This design comes from an exercise in tuning for small area and a short achievable clock period on the open sky130 flow, not from production work. Only simulation tests tie the RTL to the original design; equivalence was not proved. Power figures rest on the tool's default switching activity, not on a simulated workload.

<file path="flow/run.sh">
#!/bin/bash
# The standard layout (standard.sh: ORFS synthesis to finish) with two
# changes:
# - synthesis maps the logic with flow/area_map.abc (ABC's area mapper
#   without the delay-driven mapping of ORFS's script); everything else in
#   synthesis, registers included, is ORFS's and the standard flow's script unchanged;
set -euo pipefail
here=$PWD
sed "s#log_cmd abc {\*}\$abc_args#lset abc_args 1 $here/flow/area_map.abc\n  log_cmd abc {*}\$abc_args#" \
    "$FLOW_HOME/scripts/synth.tcl" > "$here/synth_area_map.tcl"
grep -q "area_map.abc" "$here/synth_area_map.tcl"
sed "s#\$::env(SCRIPTS_DIR)/synth.tcl#$here/synth_area_map.tcl#" synth_recipe.tcl > "$here/synth_recipe_area_map.tcl"
grep -q "synth_area_map.tcl" "$here/synth_recipe_area_map.tcl"
bash standard.sh SYNTH_SCRIPT="$here/synth_recipe_area_map.tcl" SETUP_SLACK_MARGIN=13.5 finish > standard.log 2>&1
</file>
<file path="flow/area_map.abc">
strash
dch
map -a
topo
stime -c
buffer -c
upsize -c
dnsize -c
</file>
<file path="standard.sh">
#!/bin/bash
# synth_recipe.tcl (not shown) runs the flow's synth.tcl, then flattens the netlist and writes it again
# the make line also repeats each setting of config.mk as NAME=value (left out here)
make -C /OpenROAD-flow-scripts/flow DESIGN_CONFIG=/design/flow/config.mk WORK_HOME=/design/flow/orfs CLKGATE_MAP_FILE= SYNTH_SCRIPT=/design/flow/synth_recipe.tcl "${@:-finish}"
</file>
<file path="config.mk">
export PLATFORM = sky130hd
export DESIGN_NAME = fmt_cvt
export DESIGN_NICKNAME = fmt_cvt
export VERILOG_FILES = /design/flow/design.v
export SDC_FILE = /design/flow/constraint.sdc
export NUM_CORES = 4
export LEC_CHECK = 0
export ABC_AREA = 1
export CAP_MARGIN = 20
export CORE_MARGIN = 2
export CORE_UTILIZATION = 40
export SLEW_MARGIN = 20
</file>
<file path="constraint.sdc">
create_clock -name core_clock -period 18.0 [get_ports {clk}]
set_input_delay 3.6000 -clock core_clock [delete_from_list [all_inputs] [get_ports {clk}]]
set_output_delay 3.6000 -clock core_clock [all_outputs]
set_load 0.01 [all_outputs]
</file>
<file path="design.v">
module fmt_cvt (
    input  wire        clk,
    input  wire        rst,         
    input  wire        in_valid,
    input  wire        in_op,       
    input  wire [3:0]  in_src,
    input  wire [3:0]  in_dst,      
    input  wire [31:0] in_a,
    input  wire [7:0]  in_b,        
    output reg         out_valid,
    output reg  [31:0] out_data
);
    reg        v0, f32, bf16, fp16, s32, e4m3, e5m2, i8s, o8u, isfl;
    reg        s_sign, inv_m, inv_s, ext, hidv;
    reg        d_int, d_u32, d_bf, d_h;
    reg        isq;
    reg [31:0] a;           
    wire i_f32  = !in_op && !in_src[3] && !in_src[1] && !in_src[0];
    wire i_bf16 = !in_op && !in_src[3] && in_src[0];
    wire i_fp16 = !in_op && !in_src[3] && in_src[1];
    wire i_s32  = !in_op && in_src[3] && !in_src[0];
    wire i_e4m3 = in_op && !in_src[3] && !in_src[2];
    wire i_e5m2 = in_op && !in_src[3] && in_src[2] && !in_src[0];
    wire i_i8s  = in_op && ((!in_src[3] && in_src[2] && in_src[0]) || (in_src[3] && !in_src[0]));
    wire i_isfl = in_op ? (!in_src[3] && !(in_src[2] && in_src[0])) : !in_src[3];
    wire i_dint = !in_op && in_dst[3];
    wire i_sign = (i_f32 || i_s32) ? in_a[31] : (i_bf16 || i_fp16) ? in_a[15]
                : (i_e4m3 || i_e5m2 || i_i8s) ? in_a[7] : 1'b0;
    wire i_enz  = i_f32 ? |in_a[30:23] : i_bf16 ? |in_a[14:7] : i_fp16 ? |in_a[14:10]
                : i_e4m3 ? |in_a[6:3] : |in_a[6:2];
    always @(posedge clk) begin
        if (rst) v0 <= 1'b0;
        else     v0 <= in_valid;
        f32   <= i_f32;
        bf16  <= i_bf16;
        fp16  <= i_fp16;
        s32   <= i_s32;
        e4m3  <= i_e4m3;
        e5m2  <= i_e5m2;
        i8s   <= i_i8s;
        o8u   <= in_op && in_src[3] && in_src[0];
        isfl  <= i_isfl;
        d_int <= i_dint;
        d_u32 <= !in_op && in_dst[3] && in_dst[0];
        d_bf  <= !in_op && !in_dst[3] && in_dst[0];
        d_h   <= !in_op && !in_dst[3] && in_dst[1];
        isq   <= in_op;
        a     <= {in_op ? in_b : in_a[31:24], in_a[23:0]};
        s_sign <= i_sign;
        inv_m  <= !i_dint && ((i_s32 && in_a[31]) || (i_i8s && in_a[7]));
        inv_s  <= i_dint && !in_dst[0] && i_isfl && i_sign;
        ext    <= i_dint && ((!in_dst[0] && i_isfl && i_sign) || (i_s32 && in_a[31]));
        hidv   <= i_isfl && i_enz;
    end
    wire [7:0] xa = isq ? a[31:24] : 8'd0;    
    reg  [7:0]  E;
    reg  [31:0] mmask;
    reg  [31:0] hid;
    reg  [4:0]  w;
    reg  [7:0]  off;
    reg         emax, mzero;
    always @(*) begin
        E = 8'd0; mmask = 32'hffff_ffff; hid = 32'd0; w = 5'd0; off = 8'd0;
        emax = 1'b0; mzero = 1'b0;
        if (f32) begin
            E = a[30:23]; mmask = 32'h007f_ffff; hid = 32'h0080_0000; w = 5'd23; off = 8'd150;
            emax = &a[30:23]; mzero = ~|a[22:0];
        end else if (bf16) begin
            E = a[14:7]; mmask = 32'h7f; hid = 32'h80; w = 5'd7; off = 8'd134;
            emax = &a[14:7]; mzero = ~|a[6:0];
        end else if (fp16) begin
            E = {3'd0, a[14:10]}; mmask = 32'h3ff; hid = 32'h400; w = 5'd10; off = 8'd25;
            emax = &a[14:10]; mzero = ~|a[9:0];
        end else if (e4m3) begin
            E = {4'd0, a[6:3]}; mmask = 32'h7; hid = 32'h8; w = 5'd3; off = 8'd137;
        end else if (e5m2) begin
            E = {3'd0, a[6:2]}; mmask = 32'h3; hid = 32'h4; w = 5'd2; off = 8'd144;
            emax = &a[6:2]; mzero = ~|a[1:0];
        end else if (i8s) begin
            mmask = 32'hff; off = 8'd133;
        end else if (o8u) begin
            mmask = 32'hff; off = 8'd134;
        end
    end
    wire xnan   = (xa == 8'hff);
    wire s_nan  = xnan || (emax && !mzero) || (e4m3 && (a[6:0] == 7'h7f));
    wire s_inf  = !xnan && emax && mzero;
    wire        inv   = inv_m || inv_s;
    wire [31:0] hidb  = hidv ? hid : 32'd0;
    wire [31:0] sig   = (((a ^ {32{inv}}) & mmask) | hidb) ^ ({32{inv_s}} & ~mmask);
    wire [31:0] tzin  = (a & mmask) | hidb;
    wire [31:0] lv0 = sig;
    wire [15:0] lv1; wire [7:0] lv2; wire [3:0] lv3; wire [1:0] lv4;
    wire [15:0] lp1; wire [15:0] lp2; wire [11:0] lp3; wire [7:0] lp4; wire [4:0] lp5;
    wire [15:0] tv1; wire [7:0] tv2; wire [3:0] tv3; wire [1:0] tv4;
    wire [15:0] tp1; wire [15:0] tp2; wire [11:0] tp3; wire [7:0] tp4; wire [4:0] tp5;
    genvar q;
    generate
        for (q = 0; q < 16; q = q + 1) begin : g_l1
            assign lv1[q] = sig[2*q+1] | sig[2*q];
            assign lp1[q] = sig[2*q+1];
            assign tv1[q] = tzin[2*q+1] | tzin[2*q];
            assign tp1[q] = !tzin[2*q];
        end
        for (q = 0; q < 8; q = q + 1) begin : g_l2
            assign lv2[q] = lv1[2*q+1] | lv1[2*q];
            assign lp2[2*q+1:2*q] = lv1[2*q+1] ? {1'b1, lp1[2*q+1]} : {1'b0, lp1[2*q]};
            assign tv2[q] = tv1[2*q+1] | tv1[2*q];
            assign tp2[2*q+1:2*q] = tv1[2*q] ? {1'b0, tp1[2*q]} : {1'b1, tp1[2*q+1]};
        end
        for (q = 0; q < 4; q = q + 1) begin : g_l3
            assign lv3[q] = lv2[2*q+1] | lv2[2*q];
            assign lp3[3*q+2:3*q] = lv2[2*q+1] ? {1'b1, lp2[4*q+3:4*q+2]} : {1'b0, lp2[4*q+1:4*q]};
            assign tv3[q] = tv2[2*q+1] | tv2[2*q];
            assign tp3[3*q+2:3*q] = tv2[2*q] ? {1'b0, tp2[4*q+1:4*q]} : {1'b1, tp2[4*q+3:4*q+2]};
        end
        for (q = 0; q < 2; q = q + 1) begin : g_l4
            assign lv4[q] = lv3[2*q+1] | lv3[2*q];
            assign lp4[4*q+3:4*q] = lv3[2*q+1] ? {1'b1, lp3[6*q+5:6*q+3]} : {1'b0, lp3[6*q+2:6*q]};
            assign tv4[q] = tv3[2*q+1] | tv3[2*q];
            assign tp4[4*q+3:4*q] = tv3[2*q] ? {1'b0, tp3[6*q+2:6*q]} : {1'b1, tp3[6*q+5:6*q+3]};
        end
    endgenerate
    assign lp5 = lv4[1] ? {1'b1, lp4[7:4]} : {1'b0, lp4[3:0]};
    assign tp5 = tv4[0] ? {1'b0, tp4[3:0]} : {1'b1, tp4[7:4]};
    wire       lzv = lv4[1] | lv4[0];
    wire [5:0] tz  = (tv4[1] | tv4[0]) ? {1'b0, tp5} : 6'd32;
    wire s_zero = !lzv && !inv;
    wire [7:0]  eeff = {E[7:1], E[0] | (isfl && !hidv)};
    wire [5:0]  c1   = d_bf ? 6'd24 : d_h ? 6'd21 : 6'd8;            
    reg [9:0] ku;
    always @(*) begin
        ku = d_int ? 10'd33 : d_bf ? 10'd924 : d_h ? 10'd9 : 10'd908;    
        if (f32) ku = d_int ? 10'd183 : d_bf ? 10'd50 : d_h ? 10'd159 : 10'd34;
        if (bf16) ku = d_int ? 10'd167 : d_bf ? 10'd34 : d_h ? 10'd143 : 10'd18;
        if (fp16) ku = d_int ? 10'd58 : d_bf ? 10'd949 : d_h ? 10'd34 : 10'd933;
        if (e4m3) ku = d_int ? 10'd170 : d_bf ? 10'd37 : d_h ? 10'd146 : 10'd21;
        if (e5m2) ku = d_int ? 10'd177 : d_bf ? 10'd44 : d_h ? 10'd153 : 10'd28;
        if (i8s) ku = d_int ? 10'd166 : d_bf ? 10'd33 : d_h ? 10'd142 : 10'd17;
        if (o8u) ku = d_int ? 10'd167 : d_bf ? 10'd34 : d_h ? 10'd143 : 10'd18;
    end
    wire [9:0]  o1   = {2'b11, ~xa};
    wire [9:0]  o2   = {2'b11, ~eeff};
    wire [9:0]  us_s = o1 ^ o2 ^ ku;
    wire [9:0]  us_c = {(o1[8:0] & o2[8:0]) | (o1[8:0] & ku[8:0]) | (o2[8:0] & ku[8:0]), 1'b0};
    wire [9:0]  us   = us_s + us_c;
    wire [5:0]  un   = lzv ? c1 + {1'b0, lp5} : c1 - 6'd1;
    wire        big  = d_int && (f32 || bf16) && (E >= 8'd159);
    wire        sp_inf = s_inf || big;
    reg        v1, z1, sn1, si1, sg1, iv1, ex1, di1, du1, db1, dh1;
    reg [31:0] sig1;
    reg [9:0]  us1;
    reg [5:0]  un1;
    reg [5:0]  tz1;
    always @(posedge clk) begin
        if (rst) v1 <= 1'b0;
        else     v1 <= v0;
        sig1 <= sig;
        us1  <= us;
        un1  <= un;
        tz1  <= tz;
        z1   <= s_zero || d_int;
        sn1  <= s_nan;
        si1  <= sp_inf;
        sg1  <= s_sign;
        iv1  <= inv;
        ex1  <= ext;
        di1  <= d_int;
        du1  <= d_u32;
        db1  <= d_bf;
        dh1  <= d_h;
    end
    wire        n1  = !z1 && (us1[9] || (!(|us1[8:6]) && (un1 >= us1[5:0])));
    wire [5:0]  usc = us1[9] ? 6'd0 : (|us1[8:6]) ? 6'd63 : us1[5:0];
    wire [5:0]  u   = n1 ? un1 : usc;
    wire [9:0]  E1  = {4'd0, un1} - us1 + 10'd1;
    wire        fovf = n1 && (E1 >= (dh1 ? 10'd31 : 10'd255));
    wire [95:0] Y   = {{32{ex1}}, sig1, {32{iv1}}};
    wire [95:0] Zf  = Y >> u;
    wire [32:0] Z   = Zf[32:0];
    wire [31:0] R   = Z[32:1];
    wire        g   = Z[0];
    wire        kneg = !u[5] || (tz1 > {1'b0, u[4:0]});
    wire        kzer = u[5] && (tz1 == {1'b0, u[4:0]});
    wire        inc = kneg ? iv1 : kzer ? R[0] : g;
    wire        d16 = db1 || dh1;
    wire        spc = sn1 || si1 || fovf || (du1 && sg1);
    reg  [32:0] W;
    always @(*) begin
        if (di1) begin
            if (sn1 || (du1 && sg1))  W = 33'd0;
            else if (si1)             W = du1 ? 33'h0_ffff_ffff : sg1 ? 33'h1_8000_0000 : 33'h0_7fff_ffff;
            else                      W = {ex1, R};
        end else if (sn1) begin
            W = db1 ? 33'h7fc0 : dh1 ? 33'h7e00 : 33'h7fc0_0000;
        end else if (si1 || fovf) begin
            W = db1 ? 33'h7f80 : dh1 ? 33'h7c00 : 33'h7f80_0000;
        end else if (n1) begin
            if (db1)      W = {18'd0, E1[7:0], R[6:0]};
            else if (dh1) W = {18'd0, E1[4:0], R[9:0]};
            else          W = {2'd0, E1[7:0], R[22:0]};
        end else begin
            W = {1'b0, R};
        end
    end
    reg        v2, i2, sg2, di2, du2, d162;
    reg [32:0] w2;
    always @(posedge clk) begin
        if (rst) v2 <= 1'b0;
        else     v2 <= v1;
        w2   <= W;
        i2   <= inc && !spc;
        sg2  <= sg1 && !sn1;
        di2  <= di1;
        du2  <= du1;
        d162 <= d16;
    end
    wire [32:0] cy;
    wire [8:0]  gc;
    assign gc[0] = i2;
    genvar k;
    generate
        for (k = 0; k < 8; k = k + 1) begin : g_grp
            assign gc[k+1] = gc[k] & (&w2[4*k+3:4*k]);
        end
        for (k = 0; k < 33; k = k + 1) begin : g_bit
            if (k % 4 == 0) begin : g_f
                assign cy[k] = gc[k/4];
            end else begin : g_r
                assign cy[k] = gc[k/4] & (&w2[k-1:(k/4)*4]);
            end
        end
    endgenerate
    wire [32:0] X = w2 ^ cy;
    wire        iovf = du2 ? X[32] : (X[32] != X[31]);
    reg  [31:0] result;
    always @(*) begin
        if (di2)
            result = !iovf ? X[31:0] : du2 ? 32'hffff_ffff : sg2 ? 32'h8000_0000 : 32'h7fff_ffff;
        else if (d162)
            result = {16'd0, sg2, X[14:0]};
        else
            result = {sg2, X[30:0]};
    end
    always @(posedge clk) begin
        if (rst) out_valid <= 1'b0;
        else     out_valid <= v2;
        out_data <= result;
    end
endmodule
</file>
==> impl_metrics.py, run 1 <==
metrics = {
    "power_and_ir_drop": {
        "max-vdd-ir-drop_uv": 75.03,
        "seqPwrFrac_pct": 21.5,
        "switching_power_mw": 1.359,
        "clkPwrFrac_pct": 13.3,
        "combPwrFrac_pct": 65.2,
        "p_leak_nw": 6.188,
        "pwr_density_cell_mw_per_mm2": 196.8,
        "intPower_mw": 1.340,
        "total_power_mw": 2.698,
        "sw_frac_of_total_pct": 50.36,
    },
    "timing": {
        "clock-skew-final_ns": 0.01297,
        "period_needed_ns": 4.465,
        "hold_slack_ns": 0.3287,
        "clock.fmax_mhz": 223.9,
        "worst_pin_slew_ns": 0.9224,
        "period_share_pct": 24.81,
        "max_slew_margin_pct": 38.28,
        "slew_viol_final": 0,
        "rsz0062_at_grt": "yes",
        "setup_viol": 0,
        "report.final.hold_viol_count": 0,
        "tns_ns": 0,
    },
    "placed_design": {
        "dpl_cell_area_mm2": 0.01284,
        "place.port_buffers": 83,
        "gp_congestion": 0.9354,
        "hpwl_um": 27640,
    },
    "clock_network": {
        "cts_tree": "yes",
        "clock_path_buffers": 2,
        "cts.sinks": 188,
        "clk_latency_ns": 0.43,
        "path_clk_slew_ns": 0.07,
        "clockRootBuffer": "clkbuf_16",
        "cts_buffers": 17,
        "cts_hold_buf": 0,
        "htree_levels": 4,
    },
    "drt": {
        "vias": 11490,
        "wl_per_cell_um": 16.44,
        "wirelength_um": 35670,
        "detail-route-antenna-nets": 0,
        "drt_iter0_markers": 794,
        "avgViaCountPerCell": 5.297,
        "drc": 0,
        "dr.pass1.iters": 6,
    },
    "floorplan": {
        "die_y_um": 175.3,
        "core_area_mm2": 0.02878,
        "io_pins": 85,
        "die_area_mm2": 0.03072,
        "die_w_um": 175.3,
        "num_rows": 62,
        "start_util_pct": 40.77,
    },
    "global_routing": {
        "grt_pass1_vias": 10780,
        "grt.overflow.total": 0,
        "antenna_found_initial": 0,
        "grt_max_degree": 69,
        "grt_usage_pct": 22.79,
        "grt_pass1_wl_um": 55740,
    },
    "setup_path": {
        "slowest_delay_ns": 0.31,
        "crit_family": "flip-flops",
        "cp_slowest_cell": "dfxtp_2",
        "critical_path.max_fanout": 1,
        "r2r_start": "us1[0]",
        "cp.arrival_ns": 0.87,
        "crit_type": "reg2out",
        "end_kind": "primary output",
        "critPathLaunch": "out_data[5]",
        "crit_buf_inv": 1,
        "worstPathCellList": "buf_2",
        "worstPathRequired_ns": 14.40,
        "worstSetupStartpointType": "register",
    },
    "logic_synthesis": {
        "synth_compound_area_share_pct": 24.37,
        "synth-seq-area-share_pct": 32.07,
        "synth_ff_type": "dfxtp_1",
        "syn_area_per_cell_um2": 6.847,
        "synth_adder_area_share_pct": 6.781,
        "yosys_warnings": 1,
        "yosys.area_share.simple_pct": 22.85,
        "synth_edf_count": 0,
        "synth.distinct_cells": 66,
        "synthCells": 1714,
        "syn_area_mm2": 0.01174,
        "synthArstFlopShare_pct": 0,
        "synth_top_family_by_area": "compound AO/OA/AOI/OAI gates",
        "syn-num-nets": 1823,
        "synth_mux_area_share_pct": 0.9489,
        "yosys.area_share.xor_xnor_pct": 3.721,
        "ys_ff_latch": 188,
    },
    "final_layout": {
        "area.growth.synth_to_final_pct": 16.85,
        "num_antenna_cells": 0,
        "final_util_pct": 47.64,
        "fill_cells": 2958,
        "layout.nets": 1881,
        "drive_gt1_share_pct": 11.43,
        "finish.instance_area_mm2": 0.01371,
    },
    "job": {
        "drv_cap": 0,
    },
    "hold_path": {
        "hp-class": "reg2reg",
        "worstHoldStart": "ext",
    },
    "run_status": {
        "outcome": "timing/DRC/antenna clean",
    },
}
==> sequential cells by signal (all words and copies together) (netlist names), 6 cells and up <==
| name | cells |
|---|---|
| w2 | 33 |
| sig1 | 32 |
| un1 | 6 |
| us1 | 10 |
| tz1 | 6 |
| out_data | 32 |
| a | 32 |
==> layer usage <==
metal,GRT usage (%),vias to the layer above,routed length [µm]
li1,-,5811,-
met1,27.72,5272,15250
met2,40.50,328,17470
met3,2.749,79,1555
met4,9.688,0,1390
met5,0,-,0
==> worst register-to-register path, delay by kind of cell, from the launching register on <==
kind	cells	cell delay [ns]
compound gates	7	1.25
buf+inv	8	1.02
fa+ha+maj	2	0.60
simple gates	6	0.56
mux	1	0.38
flops	1	0.35
==> final timing paths <==
check / end / slack [ns] / cells after the start
min: ex1 / 0.33 / 0
max: out_data[5] / 13.53 / 1
max reg2reg: i2 / 13.71 / 24
min reg2reg: ex1 / 0.33 / 0
==> synth_stat cells (all sizes together), types with 2 or more instances <==
| master | number | area share [%] |
|---|---|---|
| nand2 | 352 | 11 |
| nor2 | 222 | 7.5 |
| o21ai | 216 | 10 |
| inv | 203 | 6.5 |
| dfxtp | 188 | 32 |
| a21oi | 140 | 6.0 |
| clkbuf | 48 | 1.5 |
| ha | 46 | 4.9 |
| nand3 | 35 | 1.8 |
| xor2 | 30 | 2.2 |
| buf | 21 | 1.1 |
| a31oi | 20 | 1.1 |
| nor3 | 20 | 0.95 |
| xnor2 | 19 | 1.5 |
| o31ai | 17 | 1.1 |
| a31o | 11 | 0.82 |
| fa | 11 | 1.9 |
| a22oi | 10 | 0.64 |
| a32oi | 10 | 0.75 |
| mux2i | 10 | 0.85 |
| o211ai | 9 | 0.58 |
| o221ai | 8 | 0.60 |
| nand4 | 6 | 0.32 |
| nor4 | 6 | 0.37 |
| o22ai | 6 | 0.32 |
| o311ai | 6 | 0.45 |
| a211oi | 5 | 0.32 |
| clkinv | 5 | 0.17 |
| o21a | 5 | 0.32 |
| o21bai | 3 | 0.19 |
| or2 | 3 | 0.16 |
| a2111oi | 2 | 0.15 |
| a221oi | 2 | 0.15 |
| a311oi | 2 | 0.15 |
| a32o | 2 | 0.17 |
| and2 | 2 | 0.11 |
| and3 | 2 | 0.15 |
| o2111ai | 2 | 0.15 |
==> through the flow <==
| stage | setup slack, ns | instances |
|---|---|---|
| final | 13.53 | 2169 |
| after detailed placement | 11.95 | 2122 |
| after global routing | 13.44 | 2169 |
| after CTS | 13.43 | 2159 |
| after global placement | 11.87 | 2122 |
| after floorplan | 13.50 | 1714 |
==> power by group through the flow <==
stage	logic [mW]	registers, mW	clock network [mW]
after floorplan	1.15	0.590	0
after global placement	1.61	0.589	0
after detailed placement	1.62	0.592	0
after CTS	1.64	0.581	0.367
after global routing	1.97	0.593	0.383
final	1.76	0.581	0.359
==> repair_timing <==
item | CTS | global route
resized for setup | 188 | 52
gates cloned | 0 | 3
endpoints found under the setup margin | 84 | 44
pin swaps | 9 | 8
setup buffers | 5 | 7
==> area by class of cell <==
type	count	area, µm²	area share, %
multi-input cells	1249	7151	52.15
flip-flops and latches	188	3770	27.49
repair buffers	108	955.9	6.971
inverters	208	804.5	5.867
well taps	384	480.5	3.504
clock buffers	20	436.7	3.185
clock inverters	12	113.9	0.8304
==> kinds of logic (layout without fill, tap and decap cells) <==
kind of cell    after synthesis  count (layout)
fa+ha+maj                    57              57
mux                          11              11
simple gates                649             649
flops                       188             188
compound gates              483             483
xor+xnor                     49              49
buf+inv                     277             348
==> placed cells by master, fill, tap and decap left out, types with 19 or more instances in the layout <==
| cell | synthesis | layout |
|---|---|---|
| a31oi_1 | 20 | 19 |
| nand3_1 | 30 | 29 |
| xor2_1 | 30 | 30 |
| buf_2 | 9 | 33 |
| clkbuf_16 | 0 | 20 |
| dfxtp_1 | 188 | 183 |
| o21ai_2 | 21 | 26 |
| clkdlybuf4s50_1 | 0 | 46 |
| o21ai_0 | 191 | 179 |
| inv_1 | 200 | 196 |
| ha_1 | 46 | 46 |
| nor2_1 | 213 | 202 |
| a21oi_1 | 140 | 133 |
| nand2_1 | 348 | 345 |
==> run 2: changes to the inputs <==
--- a/config.mk
+++ b/config.mk
@@ -10,3 +10,4 @@
 export CORE_MARGIN = 2
 export CORE_UTILIZATION = 40
+export CTS_BUF_LIST = sky130_fd_sc_hd__clkbuf_8
 export SLEW_MARGIN = 20
==> impl_metrics.py, run 2 <==
metrics = {
    "logic_synthesis": {
        "syn-num-nets": 1823,
        "synth_edf_count": 0,
        "yosys_warnings": 1,
        "synth_mux_area_share_pct": 0.9489,
        "synth.distinct_cells": 66,
        "synth_ff_type": "dfxtp_1",
        "yosys.cell_count.top_type": "nand2_1",
        "ys_ff_latch": 188,
        "synth_common_cells": "nand2_1, nor2_1, inv_1",
        "yosysTopAreaCell": "dfxtp_1",
        "synth_top_family_by_area": "compound AO/OA/AOI/OAI gates",
        "synth-seq-area-share_pct": 32.07,
        "synth_compound_area_share_pct": 24.37,
        "synth_adder_area_share_pct": 6.781,
        "syn_area_per_cell_um2": 6.847,
        "syn_area_mm2": 0.01174,
        "synth_top_area_share_pct": 32.07,
        "synthCells": 1714,
        "yosys.area_share.simple_pct": 22.85,
        "yosys-top-cells-area": "dfxtp_1, nand2_1, o21ai_0, nor2_1, inv_1",
        "synthArstFlopShare_pct": 0,
        "yosys.area_share.xor_xnor_pct": 3.721,
    },
    "drt": {
        "vias": 11420,
        "detail-route-antenna-nets": 0,
        "drt_iter0_markers": 797,
        "drc": 0,
        "wirelength_um": 35510,
        "dr.pass1.iters": 6,
        "avgViaCountPerCell": 5.267,
        "wl_per_cell_um": 16.37,
    },
    "final_layout": {
        "num_antenna_cells": 0,
        "final_util_pct": 47.17,
        "final_cell_mix": "nand2_1, nor2_1, inv_1",
        "final_common_cell": "nand2_1",
        "largest_reg_flops": 33,
        "fill_cells": 2972,
        "drive_gt1_share_pct": 11.60,
        "area.growth.synth_to_final_pct": 15.68,
        "layout.nets": 1881,
        "largest-register": "w2",
    },
    "global_routing": {
        "use_met3_pct": 2.922,
        "antenna_found_initial": 0,
        "grt_pass1_vias": 10750,
        "grt_busiest_layer": "met2",
        "grt_max_degree": 69,
        "grt_pass1_wl_um": 55500,
        "grt.overflow.total": 0,
        "use_met2_pct": 40.44,
        "grt_usage_pct": 22.74,
        "use_met1_pct": 27.62,
    },
    "floorplan": {
        "start_util_pct": 40.77,
        "num_rows": 62,
        "die_w_um": 175.3,
        "die_area_mm2": 0.03072,
        "core_area_mm2": 0.02878,
        "io_pins": 85,
        "die_y_um": 175.3,
    },
    "setup_path": {
        "crit_family": "flip-flops",
        "critPathLaunch": "out_data[5]",
        "critical_path.max_fanout": 1,
        "end_kind": "primary output",
        "r2r_start": "us1[0]",
        "crit_buf_inv": 1,
        "worstPathRequired_ns": 14.40,
        "worstSetupStartpointType": "register",
        "cp.arrival_ns": 0.91,
        "crit_type": "reg2out",
        "cp_slowest_cell": "dfxtp_2",
        "worstPathCellList": "buf_6",
        "slowest_delay_ns": 0.33,
    },
    "timing": {
        "setup_viol": 0,
        "report.final.hold_viol_count": 0,
        "clock-skew-final_ns": 0.02049,
        "tns_ns": 0,
        "period_share_pct": 25.04,
        "clock.fmax_mhz": 221.8,
        "period_needed_ns": 4.508,
        "max_slew_margin_pct": 36.66,
        "setup_ws_ns": 13.49,
        "rsz0062_at_grt": "yes",
        "worst_pin_slew_ns": 0.9467,
        "hold_slack_ns": 0.3343,
        "slew_viol_final": 0,
    },
    "power_and_ir_drop": {
        "pwr_density_cell_mw_per_mm2": 192.1,
        "max-vdd-ir-drop_uv": 70.58,
        "intPower_mw": 1.262,
        "combPwrFrac_pct": 67.5,
        "sw_frac_of_total_pct": 51.58,
        "p_leak_nw": 6.126,
        "switching_power_mw": 1.345,
        "total_power_mw": 2.607,
        "seqPwrFrac_pct": 22.4,
        "clkPwrFrac_pct": 10.1,
    },
    "run_status": {
        "outcome": "timing/DRC/antenna clean",
    },
    "placed_design": {
        "hpwl_um": 27640,
        "place.port_buffers": 83,
        "gp_congestion": 0.9354,
        "pre_cts_ws_ns": 11.95,
    },
    "clock_network": {
        "cts_buffers": 17,
        "cts.sinks": 188,
        "path_clk_slew_ns": 0.10,
        "clock_path_buffers": 2,
        "htree_levels": 4,
        "clk_latency_ns": 0.47,
        "cts_tree": "yes",
        "clockRootBuffer": "clkbuf_8",
    },
    "job": {
        "drv_cap": 0,
    },
    "hold_path": {
        "worstHoldStart": "ext",
        "hp-class": "reg2reg",
    },
}
-- run 2: worst reg2reg max path, delay by kind of cell (launching register included) --
family	cells	cell delay, ns
AOI/OAI and AO/OA	7	1.24
adders and majority gates	2	0.60
buffers and inverters	8	1.02
DFF	1	0.36
muxes	1	0.38
and+or+nand+nor	6	0.56
-- run 2: through the flow --
step,instance area [µm²],instances
floorplan,11740,1714
global placement,12840,2122
detailed placement,12840,2122
CTS,13250,2159
global route,13580,2169
finish,13580,2169
-- run 2: what timing repair did --
action,in CTS,in global routing
setup endpoints to repair,78,70
buffers inserted,5,7
pin swaps,9,6
hold buffers,0,0
resized for setup,193,53
gates cloned,0,3
-- run 2: cell type report --
| class | instances | area (µm²) | area share [%] |
|---|---|---|---|
| timing repair buffer | 108 | 1008 | 7.429 |
| inverter | 208 | 804.5 | 5.926 |
| clock buffer | 17 | 234.0 | 1.724 |
| clock inverter | 15 | 125.1 | 0.9217 |
| tap | 384 | 480.5 | 3.539 |
| multi-input combinational | 1249 | 7148 | 52.65 |
| sequential | 188 | 3775 | 27.81 |
-- run 2: cells by family after synthesis --
kind of cell	count (synthesis)
AOI/OAI and AO/OA	483
xor gates and xnor gates	49
and+or+nand+nor	649
DFF	188
muxes	11
adders and majority gates	57
buffers and inverters	277
-- run 2: power by group through the flow --
stage | combinational, mW | clock, mW | sequential, mW
2_1_floorplan | 1.15 | 0 | 0.590
3_3_place_gp | 1.61 | 0 | 0.589
3_5_place_dp | 1.62 | 0 | 0.592
4_1_cts | 1.64 | 0.274 | 0.581
5_1_grt | 1.97 | 0.289 | 0.595
6_report | 1.76 | 0.263 | 0.583
-- run 2: final timing paths --
check | to | slack, ns | cells past startpoint
worst max-delay path | out_data[5] | 13.49 | 1
worst min-delay path | ex1 | 0.33 | 0
worst max register to register | i2 | 13.69 | 24
worst min register to register | ex1 | 0.33 | 0
-- run 2: metal layers --
| metal | part of all wire [%] | wire length (µm) |
|---|---|---|
| met1 | 43 | 15360 |
| met2 | 49 | 17460 |
| met3 | 4.2 | 1507 |
| met4 | 3.3 | 1181 |
| met5 | 0 | 0 |
==> run 3: changes to the inputs <==
==> flow/area_map.abc (replaced) <==
strash
dch
map -a
topo
dnsize -c
--- a/config.mk
+++ b/config.mk
@@ -10,4 +10,3 @@
 export CORE_MARGIN = 2
 export CORE_UTILIZATION = 40
-export CTS_BUF_LIST = sky130_fd_sc_hd__clkbuf_8
 export SLEW_MARGIN = 20
==> impl_metrics.py, run 3 <==
metrics = {
    "hold_path": {
        "min_to": "ex1",
        "worstHoldStart": "ext",
        "holdPathStages": 0,
        "hp-class": "reg2reg",
    },
    "clock_network": {
        "htree_levels": 4,
        "clk_latency_ns": 0.44,
        "path_clk_slew_ns": 0.07,
        "cts.sinks": 188,
        "cts_buffers": 17,
        "clockRootBuffer": "clkbuf_16",
        "clock_path_buffers": 2,
        "cts_tree": "yes",
        "cts_hold_buf": 0,
    },
    "timing": {
        "period_share_pct": 24.88,
        "report.final.hold_viol_count": 0,
        "slew_viol_final": 0,
        "clock.fmax_mhz": 223.3,
        "period_needed_ns": 4.478,
        "max_slew_margin_pct": 34.80,
        "tns_ns": 0,
        "clock-skew-final_ns": 0.01671,
        "rsz0062_at_grt": "yes",
        "worst_pin_slew_ns": 0.9743,
        "setup_viol": 0,
    },
    "floorplan": {
        "io_pins": 85,
        "die_area_mm2": 0.02937,
        "die_y_um": 171.4,
        "die_w_um": 171.4,
        "start_util_pct": 40.45,
        "num_rows": 61,
        "core_area_mm2": 0.02771,
    },
    "setup_path": {
        "r2r_slack_ns": 13.73,
        "slowest_delay_ns": 0.48,
        "cpMostUsedCell": "a21oi_2",
        "crit_family": "buffers and inverters",
        "cp.arrival_ns": 4.82,
        "crit_cells": 6,
        "crit_buf_inv": 2,
        "worstPathCellList": "clkdlybuf4s50_1 -> a21oi_2 -> clkinv_1 -> nand2_1 -> nand3_1 -> a21oi_2",
        "r2r_start": "us1[0]",
        "reg2reg_depth": 21,
        "worstSetupStartpointType": "input port",
        "rr_endpoint": "i2",
        "worstPathRequired_ns": 18.34,
        "cp_slowest_cell": "clkdlybuf4s50_1",
        "crit_type": "in2reg",
        "critical_path.max_fanout": 3,
        "end_kind": "register",
    },
    "final_layout": {
        "final_cell_mix": "nand2_1, nor2_1, o21ai_0",
        "stdcell_count": 2163,
        "layout.nets": 1881,
        "area.growth.synth_to_final_pct": 22.26,
        "finish.instance_area_mm2": 0.01370,
        "largest-register": "w2",
        "drive_gt1_share_pct": 10.76,
        "num_antenna_cells": 0,
        "final_common_cell": "nand2_1",
        "largest_reg_flops": 33,
    },
    "global_routing": {
        "grt.overflow.total": 0,
        "use_met1_pct": 28.10,
        "grt_busiest_layer": "met2",
        "grt_usage_pct": 23.93,
        "grt_pass1_wl_um": 54980,
        "grt_pass1_vias": 10710,
        "antenna_found_initial": 0,
        "use_met3_pct": 3.221,
        "use_met2_pct": 42.37,
        "grt_max_degree": 69,
    },
    "job": {
        "drv_cap": 0,
    },
    "power_and_ir_drop": {
        "intPower_mw": 1.330,
        "pwr_density_cell_mw_per_mm2": 197.7,
        "total_power_mw": 2.709,
        "combPwrFrac_pct": 64.8,
        "clkPwrFrac_pct": 13.7,
        "p_leak_nw": 5.579,
        "sw_frac_of_total_pct": 50.90,
        "max-vdd-ir-drop_uv": 75.45,
        "seqPwrFrac_pct": 21.5,
        "switching_power_mw": 1.379,
    },
    "logic_synthesis": {
        "yosysTopAreaCell": "dfxtp_1",
        "synth_top_area_share_pct": 33.58,
        "ys_ff_latch": 188,
        "yosys_warnings": 1,
        "syn_area_per_cell_um2": 6.813,
        "synth_edf_count": 0,
        "synthCells": 1645,
        "synth_common_cells": "nand2_1, nor2_1, o21ai_0",
        "synth-seq-area-share_pct": 33.58,
        "synthArstFlopShare_pct": 0,
        "synth_ff_type": "dfxtp_1",
        "syn_area_mm2": 0.01121,
        "yosys.cell_count.top_type": "nand2_1",
        "synth.distinct_cells": 44,
        "yosys-top-cells-area": "dfxtp_1, nand2_1, o21ai_0, nor2_1, clkinv_1",
        "syn-num-nets": 1754,
    },
    "drt": {
        "drt_iter0_markers": 673,
        "wl_per_cell_um": 16.10,
        "avgViaCountPerCell": 5.304,
        "vias": 11470,
        "wirelength_um": 34820,
        "drc": 0,
        "detail-route-antenna-nets": 0,
        "dr.pass1.iters": 5,
    },
    "run_status": {
        "outcome": "timing/DRC/antenna clean",
    },
    "placed_design": {
        "gp_congestion": 0.9409,
        "hpwl_um": 26870,
        "place.port_buffers": 83,
        "dpl_cell_area_mm2": 0.01264,
        "dpl.cell_count": 2115,
    },
}
-- run 3: through the flow --
| stage | util [%] | setup slack, ns | hold slack (ns) |
|---|---|---|---|
| after floorplan | - | 13.47 | 0.3096 |
| after global placement | 45.64 | 12.06 | 0.3108 |
| after detailed placement | 45.64 | 11.90 | 0.3164 |
| after CTS | 48.15 | 13.45 | 0.3352 |
| after global routing | 49.46 | 13.48 | 0.3457 |
| final | 49.46 | 13.52 | 0.3348 |
-- run 3: how the worst max path moves through the flow --
stage	endpoint	from	slack, ns
6_report	ext	in_src[2]	13.52
3_5_place_dp	i2	us1[0]	11.90
4_1_cts	i2	us1[0]	13.45
3_3_place_gp	i2	us1[0]	12.06
2_1_floorplan	w2[23]	us1[0]	13.47
5_1_grt	out_data[31]	out_data[31]	13.48
-- run 3: final cells by class --
type	count	area (µm²)
inverters	208	838.3
fillers	2815	14000
clock inverters	14	147.6
flip-flops and latches	188	3771
well taps	378	473.0
clock buffers	18	429.2
multi-input cells	1250	7074
repair buffers	107	968.4
-- run 3: timing repair --
item	in CTS	in global routing
gates resized for setup	206	86
pin swaps	8	12
setup buffers	7	6
setup endpoints to repair	123	96
cloned	1	2
-- run 3: cell families after synthesis --
group / after synthesis / share of synthesized area, %
AND/OR/NAND/NOR: 649 / 22.81
AO/OA/AOI/OAI: 483 / 24.72
buffers and inverters: 208 / 6.967
flip-flops: 188 / 33.58
adder cells (fa/ha/maj): 57 / 7.101
XOR/XNOR: 49 / 3.829
multiplexers: 11 / 0.9937
-- run 3: power groups by stage --
stage | Sequential, mW | Combinational [mW] | Clock (mW)
floorplan | 0.593 | 1.10 | 0
global placement | 0.587 | 1.59 | 0
detailed placement | 0.589 | 1.60 | 0
CTS | 0.578 | 1.63 | 0.379
global route | 0.594 | 1.96 | 0.396
finish | 0.581 | 1.76 | 0.371
-- run 3: per-layer routing --
layer / wire length [µm] / vias up
li1: - / 5841
met1: 14620 / 5171
met2: 16870 / 376
met3: 1626 / 85
met4: 1707 / 0
met5: 0 / -
==> run 4: changes to the inputs <==
==> flow/area_map.abc (replaced) <==
strash
dch
map -a
topo
stime -c
buffer -c
upsize -c
dnsize -c
--- a/config.mk
+++ b/config.mk
@@ -9,4 +9,4 @@
 export CAP_MARGIN = 20
 export CORE_MARGIN = 2
-export CORE_UTILIZATION = 40
+export CORE_UTILIZATION = 55
 export SLEW_MARGIN = 20
==> impl_metrics.py, run 4 <==
metrics = {
    "run_status": {
        "outcome": "timing/DRC/antenna clean",
    },
    "logic_synthesis": {
        "syn_area_per_cell_um2": 6.847,
        "synth_common_cells": "nand2_1, nor2_1, inv_1",
        "syn-num-nets": 1823,
        "synth_edf_count": 0,
        "synth.distinct_cells": 66,
        "ys_ff_latch": 188,
        "synth_top_area_share_pct": 32.07,
        "synthArstFlopShare_pct": 0,
        "syn_area_mm2": 0.01174,
        "yosys.cell_count.top_type": "nand2_1",
        "synth_ff_type": "dfxtp_1",
        "synthCells": 1714,
        "yosys-top-cells-area": "dfxtp_1, nand2_1, o21ai_0, nor2_1, inv_1",
        "synth-seq-area-share_pct": 32.07,
        "yosys_warnings": 1,
        "yosysTopAreaCell": "dfxtp_1",
    },
    "setup_path": {
        "worstSetupStartpointType": "register",
        "crit_type": "reg2out",
        "slowest_delay_ns": 0.33,
        "cp_slowest_cell": "dfxtp_2",
        "worstPathRequired_ns": 14.40,
        "end_kind": "primary output",
        "critical_path.max_fanout": 1,
        "worstPathCellList": "buf_6",
        "crit_buf_inv": 1,
        "cp.arrival_ns": 0.88,
        "crit_family": "flip-flops",
    },
    "final_layout": {
        "final_cell_mix": "nand2_1, nor2_1, inv_1",
        "final_common_cell": "nand2_1",
        "multi_input_area_mm2": 0.007073,
        "fill_cells": 1962,
        "regArea_mm2": 0.003774,
        "drive_gt1_share_pct": 11.34,
        "largest-register": "w2",
        "area.growth.synth_to_final_pct": 15.50,
        "stdcell_count": 2057,
        "layout.nets": 1878,
        "largest_reg_flops": 33,
        "num_antenna_cells": 0,
    },
    "timing": {
        "tns_ns": 0,
        "max_slew_margin_pct": 53.99,
        "setup_viol": 0,
        "setup_ws_ns": 13.52,
        "slew_viol_final": 0,
        "period_needed_ns": 4.485,
        "clock.fmax_mhz": 223.0,
        "rsz0062_at_grt": "yes",
        "clock-skew-final_ns": 0.01948,
        "period_share_pct": 24.92,
        "report.final.hold_viol_count": 0,
        "worst_pin_slew_ns": 0.6845,
    },
    "floorplan": {
        "num_rows": 53,
        "die_y_um": 150.1,
        "core_area_mm2": 0.02096,
        "die_area_mm2": 0.02252,
        "start_util_pct": 56.00,
        "die_w_um": 150.1,
        "io_pins": 85,
    },
    "global_routing": {
        "grt_pass1_vias": 10540,
        "grt.overflow.total": 0,
        "antenna_found_initial": 0,
        "grt_usage_pct": 31.88,
        "grt_max_degree": 69,
        "grt_pass1_wl_um": 55700,
    },
    "clock_network": {
        "clk_latency_ns": 0.44,
        "clock_path_buffers": 2,
        "path_clk_slew_ns": 0.08,
        "cts.sinks": 188,
        "cts_tree": "yes",
        "clockRootBuffer": "clkbuf_16",
        "cts_buffers": 17,
        "htree_levels": 4,
    },
    "drt": {
        "wl_met2_um": 16760,
        "wirelength_um": 36440,
        "met3_length_um": 2186,
        "detail-route-antenna-nets": 0,
        "wl_per_cell_um": 17.72,
        "routedLengthMet1_um": 15140,
        "avgViaCountPerCell": 5.738,
        "drc": 0,
        "dr.pass1.iters": 6,
        "drt_iter0_markers": 954,
        "vias": 11800,
        "top_layer": "met4",
    },
    "power_and_ir_drop": {
        "max-vdd-ir-drop_uv": 100.8,
        "pwr_density_cell_mw_per_mm2": 198.2,
        "p_leak_nw": 6.181,
    },
    "placed_design": {
        "gp_congestion": 1.002,
        "dpl.cell_count": 2014,
        "hpwl_um": 27810,
        "place.port_buffers": 83,
        "pre_cts_ws_ns": 12.15,
    },
    "job": {
        "drv_cap": 0,
    },
    "hold_path": {
        "hp-class": "reg2reg",
    },
}
-- run 4: cell count changes in the layout (fill, tap and decap cells not counted), sizes merged --
cell,change
buf,-4
bufinv,+1
clkbuf,+3
clkdlybuf4s15,-1
clkdlybuf4s50,+1
clkinv,-196
clkinvlp,+6
dlymetal6s2s,-1
inv,+189
o21ai,-1
-- run 4: routing by layer --
| metal | vias up | GRT usage (%) |
|---|---|---|
| met4 | 0 | 19.25 |
| li1 | 5811 | - |
| met1 | 5360 | 40.16 |
| met5 | - | 0 |
| met3 | 117 | 4.573 |
| met2 | 516 | 51.64 |
-- run 4: power breakdown --
part / switching, mW / internal [mW]
clock network: 0.175 / 0.201
registers: 0.0661 / 0.525
logic: 1.11 / 0.606
total: 1.35 / 1.33
-- run 4: layout make-up --
class,count,share of cell area (%)
inverter,208,5.982
clock buffer,18,3.240
sequential,188,27.84
multi-input combinational,1249,52.18
clock inverter,14,1.135
tap,275,2.539
timing repair buffer,105,7.080
-- run 4: path summary, 6_finish.rpt --
check	from	to	slack [ns]	cells after the start
max	out_data[5]	out_data[5]	13.52	1
min	ext	ex1	0.33	0
max reg2reg	us1[0]	w2[11]	13.73	19
min reg2reg	ext	ex1	0.33	0
-- run 4: stage by stage --
stage	utilization [%]	total power [mW]	hold slack (ns)	area (µm²)
floorplan	-	1.740	0.3096	11740
global placement	60.65	2.165	0.3105	12710
detailed placement	60.65	2.194	0.3121	12710
CTS	63.19	2.564	0.3294	13240
global route	64.68	2.909	0.3326	13550
finish	64.68	2.686	0.3286	13550
-- run 4: what timing repair did --
action	4_1_cts	5_1_grt
pin swaps	4	6
setup endpoints to repair	85	54
setup buffers	3	5
gates resized for setup	169	67
hold buffers	0	0
cloned	0	3
-- run 4: kinds of logic after synthesis --
group / after synthesis / synth area share, %
compound gates: 483 / 24.37
xor+xnor: 49 / 3.721
fa+ha+maj: 57 / 6.781
buf+inv: 277 / 9.255
flops: 188 / 32.07
mux: 11 / 0.9490
simple gates: 649 / 22.85
==> run 5: changes to the inputs <==
==> flow/run.sh (replaced) <==
#!/bin/bash
# The standard layout (standard.sh: ORFS synthesis to finish) with three
# changes:
# - synthesis maps the logic with flow/area_map.abc (ABC's area mapper
#   without the delay-driven mapping of ORFS's script); everything else in
#   synthesis, registers included, is ORFS's and the standard flow's script unchanged;
# - repair_timing is asked for setup slack of at least 13.5 ns, so that it
#   sizes and buffers the critical paths;
set -euo pipefail
here=$PWD
sed "s#log_cmd abc {\*}\$abc_args#lset abc_args 1 $here/flow/area_map.abc\n  log_cmd abc {*}\$abc_args#" \
    "$FLOW_HOME/scripts/synth.tcl" > "$here/synth_area_map.tcl"
grep -q "area_map.abc" "$here/synth_area_map.tcl"
sed "s#\$::env(SCRIPTS_DIR)/synth.tcl#$here/synth_area_map.tcl#" synth_recipe.tcl > "$here/synth_recipe_area_map.tcl"
grep -q "synth_area_map.tcl" "$here/synth_recipe_area_map.tcl"
bash standard.sh SYNTH_SCRIPT="$here/synth_recipe_area_map.tcl" SETUP_SLACK_MARGIN=13.5 \
    BUFFER_PORTS_ARGS="-buffer_cell sky130_fd_sc_hd__buf_1" finish > standard.log 2>&1
--- a/config.mk
+++ b/config.mk
@@ -9,4 +9,4 @@
 export CAP_MARGIN = 20
 export CORE_MARGIN = 2
-export CORE_UTILIZATION = 55
+export CORE_UTILIZATION = 40
 export SLEW_MARGIN = 20
==> impl_metrics.py, run 5 <==
metrics = {
    "final_layout": {
        "largest_reg_flops": 33,
        "layout.nets": 1883,
        "largest-register": "w2",
        "num_antenna_cells": 0,
        "area.growth.synth_to_final_pct": 15.65,
        "drive_gt1_share_pct": 12.20,
        "final_cell_mix": "nand2_1, nor2_1, inv_1",
        "final_common_cell": "nand2_1",
    },
    "logic_synthesis": {
        "synth_top_area_share_pct": 32.07,
        "synth_ff_type": "dfxtp_1",
        "synth.distinct_cells": 66,
        "yosys.cell_count.top_type": "nand2_1",
        "synth_edf_count": 0,
        "syn_area_mm2": 0.01174,
        "synthArstFlopShare_pct": 0,
        "synthCells": 1714,
        "yosysTopAreaCell": "dfxtp_1",
        "ys_ff_latch": 188,
        "yosys-top-cells-area": "dfxtp_1, nand2_1, o21ai_0, nor2_1, inv_1",
        "syn_area_per_cell_um2": 6.847,
        "yosys_warnings": 1,
        "syn-num-nets": 1823,
        "synth-seq-area-share_pct": 32.07,
        "synth_common_cells": "nand2_1, nor2_1, inv_1",
    },
    "global_routing": {
        "grt_pass1_vias": 10700,
        "grt_max_degree": 69,
        "grt_pass1_wl_um": 54900,
        "antenna_found_initial": 0,
        "grt_usage_pct": 22.47,
        "grt.overflow.total": 0,
    },
    "floorplan": {
        "core_area_mm2": 0.02878,
        "start_util_pct": 40.77,
        "num_rows": 62,
        "die_area_mm2": 0.03072,
        "die_y_um": 175.3,
        "io_pins": 85,
        "die_w_um": 175.3,
    },
    "timing": {
        "max_slew_margin_pct": 32.96,
        "worst_pin_slew_ns": 1.002,
        "hold_slack_ns": 0.3239,
        "slew_viol_final": 0,
        "setup_viol": 0,
        "clock-skew-final_ns": 0.01628,
        "report.final.hold_viol_count": 0,
        "period_needed_ns": 4.478,
        "rsz0062_at_grt": "yes",
        "tns_ns": 0,
        "clock.fmax_mhz": 223.3,
        "period_share_pct": 24.88,
    },
    "clock_network": {
        "htree_levels": 4,
        "clock_path_buffers": 2,
        "path_clk_slew_ns": 0.07,
        "cts_buffers": 17,
        "cts.sinks": 188,
        "clk_latency_ns": 0.45,
        "cts_tree": "yes",
        "cts_hold_buf": 0,
        "clockRootBuffer": "clkbuf_16",
    },
    "drt": {
        "avgViaCountPerCell": 5.310,
        "wl_per_cell_um": 16.22,
        "wirelength_um": 35210,
        "dr.pass1.iters": 8,
        "drc": 0,
        "vias": 11530,
        "drt_iter0_markers": 970,
        "detail-route-antenna-nets": 0,
    },
    "hold_path": {
        "hp-class": "reg2reg",
    },
    "power_and_ir_drop": {
        "p_leak_nw": 6.095,
        "intPower_mw": 1.365,
        "sw_frac_of_total_pct": 50.78,
        "switching_power_mw": 1.408,
        "pwr_density_cell_mw_per_mm2": 204.3,
        "clkPwrFrac_pct": 13.9,
        "max-vdd-ir-drop_uv": 83.94,
        "combPwrFrac_pct": 65.1,
        "seqPwrFrac_pct": 21.0,
    },
    "setup_path": {
        "crit_buf_inv": 1,
        "cp.arrival_ns": 0.88,
        "crit_type": "reg2out",
        "worstSetupStartpointType": "register",
        "worstPathCellList": "buf_6",
        "end_kind": "primary output",
        "worstPathRequired_ns": 14.40,
        "critical_path.max_fanout": 1,
        "slowest_delay_ns": 0.33,
        "crit_family": "flip-flops",
        "cp_slowest_cell": "dfxtp_2",
    },
    "placed_design": {
        "place.port_buffers": 83,
        "gp_congestion": 0.9365,
        "hpwl_um": 26660,
    },
    "job": {
        "drv_cap": 0,
    },
    "run_status": {
        "outcome": "timing/DRC/antenna clean",
    },
}
==> run 5: cell families (layout without fill, tap and decap cells) <==
group | count (synthesis) | in the layout | synth area share, %
buffers and inverters | 277 | 350 | 9.255
adder cells (fa/ha/maj) | 57 | 57 | 6.781
XOR/XNOR | 49 | 49 | 3.721
multiplexers | 11 | 11 | 0.9490
flip-flops | 188 | 188 | 32.07
AO/OA/AOI/OAI | 483 | 483 | 24.37
AND/OR/NAND/NOR | 649 | 649 | 22.85
==> run 5: area by class of cell <==
type                    count  area (µm²)
well taps                 384       480.5
repair inverters            3       20.02
inverters                 208       810.8
clock inverters            15       177.7
clock buffers              17       425.4
multi-input cells        1249        7169
fillers                  2954       15210
repair buffers            107       714.4
flip-flops and latches    188        3774
==> run 5: final timing paths <==
path | startpoint | to | slack [ns] | depth (start not counted)
worst min register to register | s_sign | sg1 | 0.32 | 0
worst max register to register | us1[0] | w2[12] | 13.68 | 26
worst min-delay path | s_sign | sg1 | 0.32 | 0
worst max-delay path | out_data[30] | out_data[30] | 13.52 | 1
==> run 5: through the flow <==
step	std cells	power [mW]	setup WS, ns	cell area, µm²	util [%]
5_1_grt	2171	3.002	13.44	13570	47.16
2_1_floorplan	1714	1.740	13.50	11740	-
4_1_cts	2156	2.618	13.45	13160	45.74
3_5_place_dp	2121	2.161	11.91	12310	42.78
6_report	2171	2.773	13.52	13570	47.16
3_3_place_gp	2121	2.142	11.97	12310	42.78
==> run 5: routing by layer <==
layer  up-vias  GRT usage, %  wire length (µm)
met2       381         39.24             17010
met3        75         2.706              1597
met1      5255         27.69             15310
met4         0         10.10              1292
li1       5816             -                 -
met5         -             0                 0
==> run 5: power groups by stage <==
stage | clock (mW) | sequential (mW) | combinational (mW)
finish | 0.384 | 0.583 | 1.81
global route | 0.408 | 0.595 | 2.00
CTS | 0.392 | 0.581 | 1.65
detailed placement | 0 | 0.590 | 1.57
global placement | 0 | 0.588 | 1.55
floorplan | 0 | 0.590 | 1.15
==> run 5: what timing repair did <==
action / in CTS / in global routing
hold endpoints to repair: 0 / 0
pin swaps: 4 / 10
cloned: 1 / 5
resized for setup: 84 / 74
buffers inserted: 2 / 10
setup endpoints to repair: 71 / 62
==> run 6: changes to the inputs <==
==> flow/area_map.abc (replaced) <==
strash
dc2
dch -f
map -a
topo
stime -c
buffer -c
upsize -c
dnsize -c
--- a/config.mk
+++ b/config.mk
@@ -10,3 +10,4 @@
 export CORE_MARGIN = 2
 export CORE_UTILIZATION = 40
+export CTS_BUF_LIST = sky130_fd_sc_hd__clkbuf_8
 export SLEW_MARGIN = 20
==> impl_metrics.py, run 6 <==
metrics = {
    "job": {
        "drv_cap": 0,
    },
    "setup_path": {
        "cp_slowest_cell": "dfxtp_1",
        "crit_family": "flip-flops",
        "cp.arrival_ns": 0.93,
        "worstPathRequired_ns": 14.40,
        "critical_path.max_fanout": 1,
        "slowest_delay_ns": 0.32,
        "end_kind": "primary output",
        "crit_buf_inv": 1,
        "crit_type": "reg2out",
        "worstSetupStartpointType": "register",
        "worstPathCellList": "buf_2",
    },
    "timing": {
        "worst_pin_slew_ns": 1.097,
        "period_needed_ns": 4.530,
        "report.final.hold_viol_count": 0,
        "max_slew_margin_pct": 25.95,
        "setup_viol": 0,
        "period_share_pct": 25.17,
        "setup_ws_ns": 13.47,
        "clock.fmax_mhz": 220.8,
        "slew_viol_final": 0,
        "hold_slack_ns": 0.3351,
        "tns_ns": 0,
        "rsz0062_at_grt": "yes",
        "clock-skew-final_ns": 0.02473,
    },
    "run_status": {
        "outcome": "timing/DRC/antenna clean",
    },
    "final_layout": {
        "num_antenna_cells": 0,
        "area.growth.synth_to_final_pct": 15.64,
        "stdcell_count": 2217,
        "finish.instance_area_mm2": 0.01340,
        "final_common_cell": "nand2_1",
        "fill_cells": 3012,
        "layout.nets": 1929,
        "drive_gt1_share_pct": 12.88,
        "final_cell_mix": "nand2_1, nor2_1, inv_1",
        "largest_reg_flops": 33,
        "largest-register": "w2",
        "final_util_pct": 46.83,
    },
    "floorplan": {
        "die_area_mm2": 0.03036,
        "num_rows": 62,
        "core_area_mm2": 0.02863,
        "start_util_pct": 40.49,
        "io_pins": 85,
        "die_y_um": 174.2,
        "die_w_um": 174.2,
    },
    "power_and_ir_drop": {
        "seqPwrFrac_pct": 22.4,
        "sw_frac_of_total_pct": 52.68,
        "total_power_mw": 2.595,
        "intPower_mw": 1.228,
        "max-vdd-ir-drop_uv": 71.59,
        "p_leak_nw": 6.162,
        "pwr_density_cell_mw_per_mm2": 193.6,
        "clkPwrFrac_pct": 10.6,
        "combPwrFrac_pct": 66.9,
        "switching_power_mw": 1.367,
    },
    "logic_synthesis": {
        "syn_area_mm2": 0.01159,
        "synth_top_area_share_pct": 32.47,
        "synth.distinct_cells": 59,
        "synth_common_cells": "nand2_1, nor2_1, o21ai_0",
        "yosys_warnings": 1,
        "synth_edf_count": 0,
        "synthArstFlopShare_pct": 0,
        "synth-seq-area-share_pct": 32.47,
        "synthCells": 1723,
        "synth_ff_type": "dfxtp_1",
        "yosys-top-cells-area": "dfxtp_1, nand2_1, o21ai_0, nor2_1, inv_1",
        "yosysTopAreaCell": "dfxtp_1",
        "ys_ff_latch": 188,
        "syn_area_per_cell_um2": 6.727,
        "syn-num-nets": 1832,
        "yosys.cell_count.top_type": "nand2_1",
    },
    "drt": {
        "detail-route-antenna-nets": 0,
        "avgViaCountPerCell": 5.204,
        "dr.pass1.iters": 5,
        "wl_per_cell_um": 16.24,
        "vias": 11540,
        "drt_iter0_markers": 725,
        "wirelength_um": 36000,
        "drc": 0,
    },
    "global_routing": {
        "grt_pass1_wl_um": 56320,
        "antenna_found_initial": 1,
        "grt.overflow.total": 0,
        "grt_usage_pct": 23.25,
        "grt_max_degree": 68,
        "grt_pass1_vias": 10640,
    },
    "placed_design": {
        "pre_cts_ws_ns": 11.74,
        "hpwl_um": 27770,
        "dpl_cell_area_mm2": 0.01223,
        "gp_congestion": 0.9480,
        "place.port_buffers": 83,
        "dpl.cell_count": 2143,
    },
    "clock_network": {
        "cts_buffers": 17,
        "clockRootBuffer": "clkbuf_8",
        "path_clk_slew_ns": 0.12,
        "cts.sinks": 188,
        "cts_hold_buf": 0,
        "cts_tree": "yes",
        "htree_levels": 4,
        "clock_path_buffers": 2,
        "clk_latency_ns": 0.49,
    },
    "hold_path": {
        "hp-class": "reg2reg",
    },
}
[run 6: changes by cell type after synthesis, moves of 9 or more]
cell	delta
o21ai_2	-11
nor2_1	+18
inv_2	+16
a21oi_1	-9
o21ai_0	+21
a31oi_1	+11
nand2_1	-20
a31o_2	-10
buf_2	-9
[run 6: final timing paths]
path / cells after the start / endpoint / from / slack [ns]
hold / removal: 0 / ex1 / ext / 0.34
setup / recovery: 1 / out_data[0] / out_data[0] / 13.47
hold reg to reg: 0 / ex1 / ext / 0.34
setup reg to reg: 24 / w2[22] / us1[1] / 13.81
[run 6: area by class of cell]
cell class | count | area [µm²] | area share, %
multi-input cells | 1247 | 6979 | 52.07
inverters | 232 | 915.9 | 6.833
well taps | 384 | 480.5 | 3.584
clock buffers | 17 | 234.0 | 1.746
clock inverters | 15 | 152.6 | 1.139
repair buffers | 133 | 863.3 | 6.441
repair inverters | 1 | 5.005 | 0.03734
flip-flops and latches | 188 | 3774 | 28.15
[run 6: kinds of logic after synthesis]
logic type	share of synthesized area, %
AND/OR/NAND/NOR	23.38
AO/OA/AOI/OAI	23.70
buffers and inverters	9.747
flip-flops	32.47
adder cells (fa/ha/maj)	6.865
XOR/XNOR	3.314
multiplexers	0.5182
[run 6: metal layers]
layer,GRT usage (%),part of all wire (%)
met5,0,0
met4,8.438,4.0
met3,2.975,4.5
met2,41.57,49
met1,28.49,43
[run 6: power groups by stage]
stage | clock network [mW] | logic, mW | registers, mW
floorplan | 0 | 1.10 | 0.591
global placement | 0 | 1.52 | 0.588
detailed placement | 0 | 1.53 | 0.590
CTS | 0.286 | 1.58 | 0.579
global route | 0.302 | 1.93 | 0.594
finish | 0.276 | 1.74 | 0.582
[run 6: what timing repair did]
item	in CTS	in global routing
gates resized for setup	62	96
buffers inserted	10	27
setup endpoints to repair	74	97
gates cloned	1	4
pin swaps	3	15
==> run 7: changes to the inputs <==
==> flow/area_map.abc (replaced) <==
strash
dch
map -a
topo
stime -c
buffer -c
upsize -c
dnsize -c
==> impl_metrics.py, run 7 <==
metrics = {
    "run_status": {
        "outcome": "timing/DRC/antenna clean",
    },
    "logic_synthesis": {
        "synthArstFlopShare_pct": 0,
        "synth_edf_count": 0,
        "yosys.cell_count.top_type": "nand2_1",
        "synth_compound_area_share_pct": 24.37,
        "syn_area_per_cell_um2": 6.847,
        "synth_top_area_share_pct": 32.07,
        "synth_top_family_by_area": "compound AO/OA/AOI/OAI gates",
        "synth_common_cells": "nand2_1, nor2_1, inv_1",
        "syn_area_mm2": 0.01174,
        "syn-num-nets": 1823,
        "yosys-top-cells-area": "dfxtp_1, nand2_1, o21ai_0, nor2_1, inv_1",
        "synth_adder_area_share_pct": 6.781,
        "ys_ff_latch": 188,
        "synth.distinct_cells": 66,
        "synth_mux_area_share_pct": 0.9489,
        "yosys.area_share.simple_pct": 22.85,
        "yosys_warnings": 1,
        "yosysTopAreaCell": "dfxtp_1",
        "synthCells": 1714,
        "yosys.area_share.xor_xnor_pct": 3.721,
        "synth-seq-area-share_pct": 32.07,
        "synth_ff_type": "dfxtp_1",
    },
    "placed_design": {
        "hpwl_um": 26660,
        "dpl.cell_count": 2121,
        "place.port_buffers": 83,
        "pre_cts_ws_ns": 11.91,
        "gp_congestion": 0.9365,
    },
    "final_layout": {
        "largest_reg_flops": 33,
        "fill_cells": 2994,
        "final_cell_mix": "nand2_1, nor2_1, inv_1",
        "num_antenna_cells": 0,
        "area.growth.synth_to_final_pct": 13.86,
        "drive_gt1_share_pct": 11.81,
        "final_common_cell": "nand2_1",
        "stdcell_count": 2171,
        "layout.nets": 1883,
        "largest-register": "w2",
    },
    "drt": {
        "avgViaCountPerCell": 5.295,
        "detail-route-antenna-nets": 0,
        "drc": 0,
        "wl_per_cell_um": 16.14,
        "drt_iter0_markers": 927,
        "vias": 11500,
        "dr.pass1.iters": 5,
        "wirelength_um": 35040,
    },
    "timing": {
        "max_slew_margin_pct": 38.96,
        "setup_viol": 0,
        "rsz0062_at_grt": "yes",
        "slew_viol_final": 0,
        "tns_ns": 0,
        "setup_ws_ns": 13.46,
        "clock.fmax_mhz": 220.4,
        "report.final.hold_viol_count": 0,
        "period_needed_ns": 4.538,
        "worst_pin_slew_ns": 0.9122,
        "clock-skew-final_ns": 0.01788,
        "period_share_pct": 25.21,
    },
    "clock_network": {
        "cts_tree": "yes",
        "htree_levels": 4,
        "cts_buffers": 17,
        "clockRootBuffer": "clkbuf_8",
        "clk_latency_ns": 0.50,
        "clock_path_buffers": 2,
        "cts.sinks": 188,
        "path_clk_slew_ns": 0.11,
    },
    "setup_path": {
        "rr_endpoint": "w2[8]",
        "end_kind": "primary output",
        "worstPathRequired_ns": 14.40,
        "crit_family": "flip-flops",
        "r2r_start": "us1[0]",
        "crit_buf_inv": 1,
        "critical_path.max_fanout": 1,
        "reg2reg_depth": 25,
        "r2r_slack_ns": 13.70,
        "cp.arrival_ns": 0.94,
        "worstSetupStartpointType": "register",
        "crit_type": "reg2out",
        "worstPathCellList": "buf_2",
        "cp_slowest_cell": "dfxtp_1",
        "slowest_delay_ns": 0.33,
    },
    "global_routing": {
        "grt_max_degree": 69,
        "grt_pass1_vias": 10700,
        "grt_usage_pct": 22.40,
        "grt_pass1_wl_um": 54690,
        "grt.overflow.total": 0,
        "antenna_found_initial": 0,
    },
    "floorplan": {
        "die_w_um": 175.3,
        "die_area_mm2": 0.03072,
        "num_rows": 62,
        "core_area_mm2": 0.02878,
        "die_y_um": 175.3,
        "io_pins": 85,
        "start_util_pct": 40.77,
    },
    "power_and_ir_drop": {
        "total_power_mw": 2.672,
        "pwr_density_cell_mw_per_mm2": 200.0,
        "clkPwrFrac_pct": 10.9,
        "intPower_mw": 1.282,
        "switching_power_mw": 1.391,
        "p_leak_nw": 6.003,
        "max-vdd-ir-drop_uv": 75.48,
        "sw_frac_of_total_pct": 52.04,
        "combPwrFrac_pct": 67.3,
        "seqPwrFrac_pct": 21.8,
    },
    "hold_path": {
        "min_to": "sg1",
        "hp-class": "reg2reg",
        "worstHoldStart": "s_sign",
        "holdPathStages": 0,
    },
    "job": {
        "drv_cap": 0,
    },
}
-- run 7: area by class of cell --
| cell class | count | area (µm²) | area share [%] |
|---|---|---|---|
| repair buffers | 107 | 708.2 | 5.300 |
| multi-input cells | 1249 | 7157 | 53.56 |
| clock buffers | 17 | 234.0 | 1.751 |
| inverters | 208 | 810.8 | 6.068 |
| well taps | 384 | 480.5 | 3.596 |
| flip-flops and latches | 188 | 3774 | 28.24 |
| clock inverters | 15 | 177.7 | 1.330 |
| repair inverters | 3 | 20.02 | 0.1498 |
-- run 7: cells by family (layout without fill, tap and decap cells) --
family | count (synthesis) | count (layout)
DFF | 188 | 188
adders and majority gates | 57 | 57
muxes | 11 | 11
and+or+nand+nor | 649 | 649
AOI/OAI and AO/OA | 483 | 483
xor gates and xnor gates | 49 | 49
buffers and inverters | 277 | 350
-- run 7: worst max-delay path by stage --
stage,to,startpoint,cells past startpoint
2_1_floorplan,ext,in_op,7
3_3_place_gp,i2,us1[0],19
3_5_place_dp,i2,us1[0],19
4_1_cts,out_data[16],out_data[16],1
5_1_grt,out_data[0],out_data[0],1
6_report,out_data[16],out_data[16],1
-- run 7: layer usage --
layer	GRT usage, %	routed length (µm)
met5	0	0
met4	10.80	1435
met3	2.749	1848
met2	39.01	16820
met1	27.38	14930
-- run 7: power by group through the flow --
stage | sequential (mW) | clock (mW) | combinational (mW)
floorplan | 0.590 | 0 | 1.15
detailed placement | 0.590 | 0 | 1.57
global placement | 0.588 | 0 | 1.55
CTS | 0.580 | 0.298 | 1.65
global route | 0.595 | 0.312 | 2.00
finish | 0.583 | 0.291 | 1.80
-- run 7: what timing repair did --
action	CTS	global route
cloned	1	5
buffers inserted	1	11
hold buffers	0	0
pin swaps	3	7
gates resized for setup	83	69
setup endpoints to repair	71	72
-- run 7: per-stage QoR --
stage / area [µm²] / utilization [%] / hold slack [ns]
after floorplan: 11740 / - / 0.3096
after global placement: 12310 / 42.78 / 0.3126
after detailed placement: 12310 / 42.78 / 0.3121
after CTS: 12960 / 45.03 / 0.3275
after global routing: 13360 / 46.43 / 0.3386
final: 13360 / 46.43 / 0.3262

## port drivers added, routing unchanged
The results above use ideal ports. As a check the final layouts listed here were re-extracted and re-timed, cells and wires unchanged. Step 1, drivers: a clkbuf_16 drives clk and a buf_2 each remaining input, both assumed. Step 2, shift: input delay + t, output delay - t, t = (earliest + latest rising clock arrival at the registers) / 2. This alone moves slack from input paths to output paths. Slacks: no drivers / after step 1 / after step 2; pairs: no drivers / after step 1.
run	t, ns	setup WS [ns]	worst setup path after step 2	cell pins on the clock port's net
run 1	0.470	13.535 / 13.487 / 13.126	input to register	1
run 2	0.497	13.492 / 13.452 / 13.067	input to register	1
run 3	0.482	13.522 / 13.483 / 13.068	input to register	1
run 4	0.479	13.515 / 13.466 / 13.087	input to register	1
run 5	0.492	13.522 / 13.475 / 13.153	input to register	1
run 6	0.520	13.470 / 13.425 / 13.039	input to register	1
run 7	0.530	13.462 / 13.419 / 13.071	input to register	1
After both steps setup and hold are still met in every run listed. The setup slack of run 3, which loses most, moves by -0.039 ns with the drivers and by -0.454 ns with both steps.
